Context: an optimization exercise on an open-source flow, tuned for small area, a short achievable clock period and few clock cycles per item. The choices shown serve that exercise and are no tape-out recipe.
Only simulation tests tie the RTL to the original design; equivalence was not proved.
Power figures rest on the tool's default switching activity, not on a simulated workload.

## build 38
==> flow/design.v (excerpt) <==
module lattice_interp (
  input  wire        clk,
  input  wire        rst,
  input  wire        in_valid,
  input  wire [63:0] in_x,         
  output reg         in_ready,
  output reg         mem_rd,
  output reg  [16:0] mem_addr,
  input  wire [15:0] mem_rdata,    
  output reg         out_valid,
  output reg  [15:0] out_y
);
  reg  [63:0] x_r;         
  reg         act;         
  reg         lastc;       
  reg         fc;          
  reg  [3:0]  done;        
  wire [3:0]  one_x = {&in_x[63:48], &in_x[47:32], &in_x[31:16], &in_x[15:0]};
  wire [15:0] f0 = {x_r[11:0],  x_r[15:12]};
  wire [15:0] f1 = {x_r[27:16], x_r[31:28]};
  wire [15:0] f2 = {x_r[43:32], x_r[47:44]};
  wire [15:0] f3 = {x_r[59:48], x_r[63:60]};
  reg  [15:0] ib;
  wire g01 = f0 >= f1, g02 = f0 >= f2, g03 = f0 >= f3;
  wire g12 = f1 >= f2, g13 = f1 >= f3, g23 = f2 >= f3;
  wire g10 = f1 >= f0, g20 = f2 >= f0, g30 = f3 >= f0;
  wire g21 = f2 >= f1, g31 = f3 >= f1, g32 = f3 >= f2;
  wire [3:0] R = ~done & {|f3, |f2, |f1, |f0};
  wire [3:0] top;
  assign top[0] = R[0] & (~R[1] | g01) & (~R[2] | g02) & (~R[3] | g03);
  assign top[1] = R[1] & (~R[0] | g10) & (~R[2] | g12) & (~R[3] | g13);
  ...
clock: 10.0 ns
lec_check: 0
cap_margin: 20
core_margin: 2
core_utilization: 40
cts_buf_list: sky130_fd_sc_hd__clkbuf_16
cts_cluster_diameter: 80
cts_cluster_size: 25
slew_margin: 20
synth_hierarchical: 1
standard.sh (not shown) runs the stock make flow with config.mk's settings and CLKGATE_MAP_FILE= SYNTH_SCRIPT=/design/flow/synth_recipe.tcl, a recipe that flattens the netlist after the stock synthesis.
==> flow/flow/run.sh <==
#!/bin/bash
# Standard layout, with plain buffers (buf_2) on the ports instead of the
# delay buffers the port-buffering step picks by default, and timing repair
# aiming at a shorter period than the 10 ns clock.
set -euo pipefail
bash standard.sh "BUFFER_PORTS_ARGS=-buffer_cell sky130_fd_sc_hd__buf_2" SETUP_SLACK_MARGIN=6.6 finish > standard.log 2>&1
Testbench counts of build 38, summed over its fixed seeds: cycles 8,968, items 2,048.
## Diff of input files: build 13 against build 38
- CTS_CLUSTER_DIAMETER changed from 80 to 90
- CTS_CLUSTER_SIZE changed from 25 to 30
==> flow/flow/run.sh <==
#!/bin/bash
# Standard layout, with plain buffers (buf_1) on the ports instead of the
# delay buffers the port-buffering step picks by default, and timing repair
# aiming at a shorter period than the 10 ns clock.
set -euo pipefail
bash standard.sh "BUFFER_PORTS_ARGS=-buffer_cell sky130_fd_sc_hd__buf_1" SETUP_SLACK_MARGIN=6.5 finish > standard.log 2>&1
## What came out
The final layout from build 13, which completed every stage, passed the timing, DRC and antenna checks at the end of the flow. Delta(net switching power, build 13 - build 38) < 0. Build 13 ended up with accn_c[19] as its endpoint of the most critical setup path; build 38 ended up with accn_c[22]. Comparing build 38 and build 13, the lower met1 track demand over resource in global routing is on build 38. When build 13 is set beside build 38, its total wire length after detailed routing turns out to be 2.1% smaller. Re sequential cell area fraction in the yosys report: no difference whatsoever between build 38 and build 13. [build 13 vs build 38] measured slew at the worst slew-check pin: higher in build 13. Of build 38 and build 13, the run reporting the lower combinational cell power was build 13. Between build 13 and build 38, it is build 13 whose critical path depth in cells is lower, by 1. NOTE: maximum net fanout on the critical path in build 13 exceeds that of build 38. Build 13: clock network fraction of design power lower than build 38. Summary — sequential share of layout area, build 13 relative to build 38: higher, by 0.56 points. Max freq build 38 -> build 13: degraded.
The inputs of build 92 differ from those of build 13 as listed below.
==> flow/flow/run.sh <==
#!/bin/bash
# Standard layout, with plain buffers (buf_2) on the ports instead of the
# delay buffers the port-buffering step picks by default, and timing repair
# aiming at a shorter period than the 10 ns clock.
set -euo pipefail
bash standard.sh "BUFFER_PORTS_ARGS=-buffer_cell sky130_fd_sc_hd__buf_2" SETUP_SLACK_MARGIN=6.6 finish > standard.log 2>&1
[summary]
- Run comparison: build 92 top layer reached by signal wires met5; build 13 top layer reached by signal wires met4
- Build 92 ends up with a endpoint required time on the critical path that is 20 ps higher than in build 13.
- Delta (build 92 minus build 13): minimum setup slack in the final design grew by 60 ps, total power consumption of the routed design grew by 2.2%, net switching power figure grew by about 2.3%, met3 wirelength from detailed routing grew by about 30%.
- Build 13 → build 92: global-route met3 utilization has increased, floorplan die height has remained practically unchanged, area occupied by multi-input gates has increased, aggregate routed wire length has increased.
- The timing endpoint of the critical path comes out accn_c[19] in one run and accn_c[21] in the other, namely in build 13 and build 92 respectively.
- Hold slack essentially unchanged between build 92 and build 13.
Input changes introduced in build 68 (baseline for comparison: build 92):
- CTS_CLUSTER_DIAMETER now 80, was 90
- CTS_CLUSTER_SIZE now 25, was 30
--- a/flow/flow/run.sh
+++ b/flow/flow/run.sh
@@ -6 +6 @@
-bash standard.sh "BUFFER_PORTS_ARGS=-buffer_cell sky130_fd_sc_hd__buf_2" SETUP_SLACK_MARGIN=6.6 finish > standard.log 2>&1
+bash standard.sh "BUFFER_PORTS_ARGS=-buffer_cell sky130_fd_sc_hd__buf_2" SETUP_SLACK_MARGIN=6.3 finish > standard.log 2>&1
--- outcome ---
From build 92 to build 68 the numbers moved as follows: biggest fanout along the worst timing path went down, proportion of power drawn by the clock network climbed 1.6 points.
Build 92 → build 68: fraction of area in registers stayed essentially flat; routed wire length went down by 1100 µm; global-route met3 utilization decreased 0.45 points.
From build 92 to build 68 the numbers moved as follows: post-layout instance area dropped about 1.3%, met2 routed wirelength dropped 1300 µm, worst IR drop on VDD dropped about 0.5%, routing usage on met2 dropped 0.34 points.
Build 68 vs build 92, clock network power went up by about 20%.
Design internal power across build 68 and build 92: no real change.

========
run 1:
lattice_interp again, from the RTL that the note above started with.
// lattice_interp
module lattice_interp (
  input  wire        clk,
  input  wire        rst,
  input  wire        in_valid,
  input  wire [63:0] in_x,         
  output reg         in_ready,
  output reg         mem_rd,
  output reg  [16:0] mem_addr,
  input  wire [15:0] mem_rdata,    
  output reg         out_valid,
  output reg  [15:0] out_y
);
==> flow/config.mk <==
export PLATFORM = sky130hd
export DESIGN_NAME = lattice_interp
export DESIGN_NICKNAME = lattice_interp
export VERILOG_FILES = /design/flow/design.v
export SDC_FILE = /design/flow/constraint.sdc
export NUM_CORES = 4
export LEC_CHECK = 0
export CAP_MARGIN = 20
export CORE_MARGIN = 2
export CORE_UTILIZATION = 40
export CTS_BUF_LIST = sky130_fd_sc_hd__clkbuf_16
export CTS_CLUSTER_DIAMETER = 80
export CTS_CLUSTER_SIZE = 25
export SLEW_MARGIN = 20
export SYNTH_HIERARCHICAL = 1
==> flow/constraint.sdc <==
create_clock -name core_clock -period 10.0 [get_ports {clk}]
set_input_delay 2.0000 -clock core_clock [delete_from_list [all_inputs] [get_ports {clk}]]
set_output_delay 2.0000 -clock core_clock [all_outputs]
set_load 0.01 [all_outputs]
==> flow/flow/run.sh <==
#!/bin/bash
# Standard layout, with plain buffers (buf_1) on the ports instead of the
# delay buffers the port-buffering step picks by default, and timing repair
# aiming at a shorter period than the 10 ns clock.
set -euo pipefail
bash standard.sh "BUFFER_PORTS_ARGS=-buffer_cell sky130_fd_sc_hd__buf_1" SETUP_SLACK_MARGIN=6.6 finish > standard.log 2>&1
Testbench counts of run 1, summed over its fixed seeds: cycles 8,968, items 2,048.
## Diff of input files: run 2 against run 1
# run 1
export LEC_CHECK = 0
export CAP_MARGIN = 20
export CORE_MARGIN = 2
export CORE_UTILIZATION = 40
export CTS_BUF_LIST = sky130_fd_sc_hd__clkbuf_16
export CTS_CLUSTER_DIAMETER = 80
export CTS_CLUSTER_SIZE = 25
export SLEW_MARGIN = 20
export SYNTH_HIERARCHICAL = 1
create_clock -name core_clock -period 10.0 [get_ports {clk}]
# run 2
export LEC_CHECK = 0
export CAP_MARGIN = 20
export CORE_MARGIN = 2
export CORE_UTILIZATION = 40
export CTS_BUF_LIST = sky130_fd_sc_hd__clkbuf_16
export CTS_CLUSTER_DIAMETER = 90
export CTS_CLUSTER_SIZE = 30
export SLEW_MARGIN = 20
export SYNTH_HIERARCHICAL = 1
create_clock -name core_clock -period 10.0 [get_ports {clk}]
--- a/flow/flow/run.sh
+++ b/flow/flow/run.sh
@@ -5,2 +5,2 @@
 set -euo pipefail
-bash standard.sh "BUFFER_PORTS_ARGS=-buffer_cell sky130_fd_sc_hd__buf_1" SETUP_SLACK_MARGIN=6.6 finish > standard.log 2>&1
+bash standard.sh "BUFFER_PORTS_ARGS=-buffer_cell sky130_fd_sc_hd__buf_1" SETUP_SLACK_MARGIN=6.7 finish > standard.log 2>&1
Results
Run 2 ended with less worst hold slack than run 1. Per the comparison of run 2 with run 1, relative slew slack picked up an extra 3.4 points; count of clock buffers in the final design lost 2; number of optimization iterations in the first detailed-route pass picked up an extra 1; overall routed net length picked up an extra 2.1%. Worst setup path endpoint: accn_c[21] -> run 2, accn_c[19] -> run 1.
Input-level comparison between run 3 and run 2:
# run 2
export LEC_CHECK = 0
export CAP_MARGIN = 20
export CORE_MARGIN = 2
export CORE_UTILIZATION = 40
export CTS_BUF_LIST = sky130_fd_sc_hd__clkbuf_16
export CTS_CLUSTER_DIAMETER = 90
export CTS_CLUSTER_SIZE = 30
export SLEW_MARGIN = 20
export SYNTH_HIERARCHICAL = 1
create_clock -name core_clock -period 10.0 [get_ports {clk}]
# run 3
export LEC_CHECK = 0
export CAP_MARGIN = 20
export CORE_MARGIN = 2
export CORE_UTILIZATION = 40
export CTS_BUF_LIST = sky130_fd_sc_hd__clkbuf_16
export CTS_CLUSTER_DIAMETER = 90
export CTS_CLUSTER_SIZE = 30
export PLACE_DENSITY = 0.75
export SLEW_MARGIN = 20
export SYNTH_HIERARCHICAL = 1
create_clock -name core_clock -period 10.0 [get_ports {clk}]
--- a/flow/flow/run.sh
+++ b/flow/flow/run.sh
@@ -5,2 +5,2 @@
 set -euo pipefail
-bash standard.sh "BUFFER_PORTS_ARGS=-buffer_cell sky130_fd_sc_hd__buf_1" SETUP_SLACK_MARGIN=6.7 finish > standard.log 2>&1
+bash standard.sh "BUFFER_PORTS_ARGS=-buffer_cell sky130_fd_sc_hd__buf_1" SETUP_SLACK_MARGIN=6.5 finish > standard.log 2>&1
--- outcome ---
Sequential power share, run 2 and run 3: lower on run 2. Run 3 — ratio of final minimum period to clock period 0.76 points higher, run 2 as reference. From run 2 to run 3 the numbers moved as follows: met1 layer usage reported by global route -0.19 points, number of cells in the design after placement stayed essentially flat, total setup buffers inserted after CTS shrank by 19. Power: run 2 and run 3 compared, lower one is run 3. Run 2 has a lower count of antenna diodes in the layout than run 3. Changes observed in run 3 relative to run 2: number of non-filler instances in the completed layout decreased by 36 relative to the old numbers, clock-buffer cell count shrank by 1, first-iteration DRC count saw an increase.
What run 4 does differently from run 3 at the input level:
# run 3
export LEC_CHECK = 0
export CAP_MARGIN = 20
export CORE_MARGIN = 2
export CORE_UTILIZATION = 40
export CTS_BUF_LIST = sky130_fd_sc_hd__clkbuf_16
export CTS_CLUSTER_DIAMETER = 90
export CTS_CLUSTER_SIZE = 30
export PLACE_DENSITY = 0.75
export SLEW_MARGIN = 20
export SYNTH_HIERARCHICAL = 1
create_clock -name core_clock -period 10.0 [get_ports {clk}]
# run 4
export LEC_CHECK = 0
export CAP_MARGIN = 20
export CORE_MARGIN = 2
export CORE_UTILIZATION = 40
export CTS_BUF_LIST = sky130_fd_sc_hd__clkbuf_16
export CTS_CLUSTER_DIAMETER = 90
export CTS_CLUSTER_SIZE = 30
export GPL_TIMING_DRIVEN = 1
export SLEW_MARGIN = 20
export SYNTH_HIERARCHICAL = 1
create_clock -name core_clock -period 10.0 [get_ports {clk}]
### Flow results
- The run showing the smaller worst setup slack is run 3.
- Between run 3 and run 4, the post-route core utilization figures differ only marginally.
- Overall routed net length in run 4 is about 2% lower than in run 3
- On tightest hold margin, run 3 and run 4 are neck and neck.
- Taking run 3 as the reference, in run 4 total power consumption of the routed design went down by about 2.1%, wire length of the first global-routing pass went down by 3.0%.
- From run 3 to run 4 the numbers moved as follows: sequential share of cell area ~0 delta; non-clock buffer count moved down; net switching share of the total power shrank by 0.44 points; worst voltage drop across the vdd grid fell 21%; layout overhead on the synthesized area lower.
Changes in run 5 relative to run 4:
# run 4
export LEC_CHECK = 0
export CAP_MARGIN = 20
export CORE_MARGIN = 2
export CORE_UTILIZATION = 40
export CTS_BUF_LIST = sky130_fd_sc_hd__clkbuf_16
export CTS_CLUSTER_DIAMETER = 90
export CTS_CLUSTER_SIZE = 30
export GPL_TIMING_DRIVEN = 1
export SLEW_MARGIN = 20
export SYNTH_HIERARCHICAL = 1
create_clock -name core_clock -period 10.0 [get_ports {clk}]
# run 5
export LEC_CHECK = 0
export CAP_MARGIN = 20
export CORE_MARGIN = 2
export CORE_UTILIZATION = 40
export CTS_BUF_LIST = sky130_fd_sc_hd__clkbuf_16
export CTS_CLUSTER_DIAMETER = 80
export CTS_CLUSTER_SIZE = 25
export SLEW_MARGIN = 20
export SYNTH_HIERARCHICAL = 1
create_clock -name core_clock -period 10.0 [get_ports {clk}]
==> flow/flow/run.sh <==
#!/bin/bash
# Standard layout, with plain buffers (buf_2) on the ports instead of the
# delay buffers the port-buffering step picks by default, and timing repair
# aiming at a shorter period than the 10 ns clock.
set -euo pipefail
bash standard.sh "BUFFER_PORTS_ARGS=-buffer_cell sky130_fd_sc_hd__buf_2" SETUP_SLACK_MARGIN=6.9 finish > standard.log 2>&1
## What came out
STATUS worst setup slack after layout: run 5 wins against run 4
Run 5 ends up with a quantity of gates resized following cts that is 113 higher than in run 4.
Diff run 5..run 4 | number of multi-input combinational cells in the layout | negligible
Number of cells on the critical path (run 5 over run 4): increase, 1
Going from run 4 to run 5, area of all placed cells without fillers picked up an extra 7.5%, post-layout total power up 8.3%, power dissipated by switching net loads moved up, final critical path time including I/O delays and setup now sits lower, first-iteration DRC count essentially unchanged.

-- what the ideal ports hide --
The flow's constraints put no driver on any port. The routed layouts listed below were extracted and timed again, unchanged, in two steps. Step 1: set_driving_cell puts a clkbuf_16 on clk and a buf_2 on each other input, an assumption about the parent block. Step 2, shift: input delay + t, output delay - t, t = (earliest + latest rising clock arrival at the registers) / 2. This alone moves slack from input paths to output paths. Slacks: no drivers / after step 1 / after step 2; pairs: no drivers / after step 1.
run | t (ns) | setup slack, ns | worst hold slack (ns) | clock arrival spread, ns | pins driven straight from the clock port
build 38 | 0.610 | 6.685 / 6.670 / 6.442 | 0.322 / 0.322 / 0.322 | 0.020 / 0.020 | 1
build 13 | 0.595 | 6.611 / 6.611 / 6.356 | 0.329 / 0.329 / 0.329 | 0.025 / 0.025 | 1
build 92 | 0.609 | 6.672 / 6.672 / 6.450 | 0.330 / 0.330 / 0.330 | 0.030 / 0.031 | 1
build 68 | 0.611 | 6.422 / 6.422 / 6.422 | 0.330 / 0.330 / 0.330 | 0.018 / 0.017 | 1
run 1 | 0.611 | 6.634 / 6.634 / 6.438 | 0.328 / 0.328 / 0.328 | 0.035 / 0.035 | 1
run 2 | 0.601 | 6.664 / 6.664 / 6.410 | 0.315 / 0.315 / 0.315 | 0.037 / 0.037 | 1
run 3 | 0.605 | 6.587 / 6.587 / 6.569 | 0.332 / 0.332 / 0.332 | 0.025 / 0.024 | 1
run 4 | 0.595 | 6.611 / 6.611 / 6.356 | 0.329 / 0.329 / 0.329 | 0.025 / 0.025 | 1
run 5 | 0.611 | 6.690 / 6.690 / 6.499 | 0.329 / 0.329 / 0.329 | 0.034 / 0.034 | 1
After both steps setup and hold are still met in every run listed.
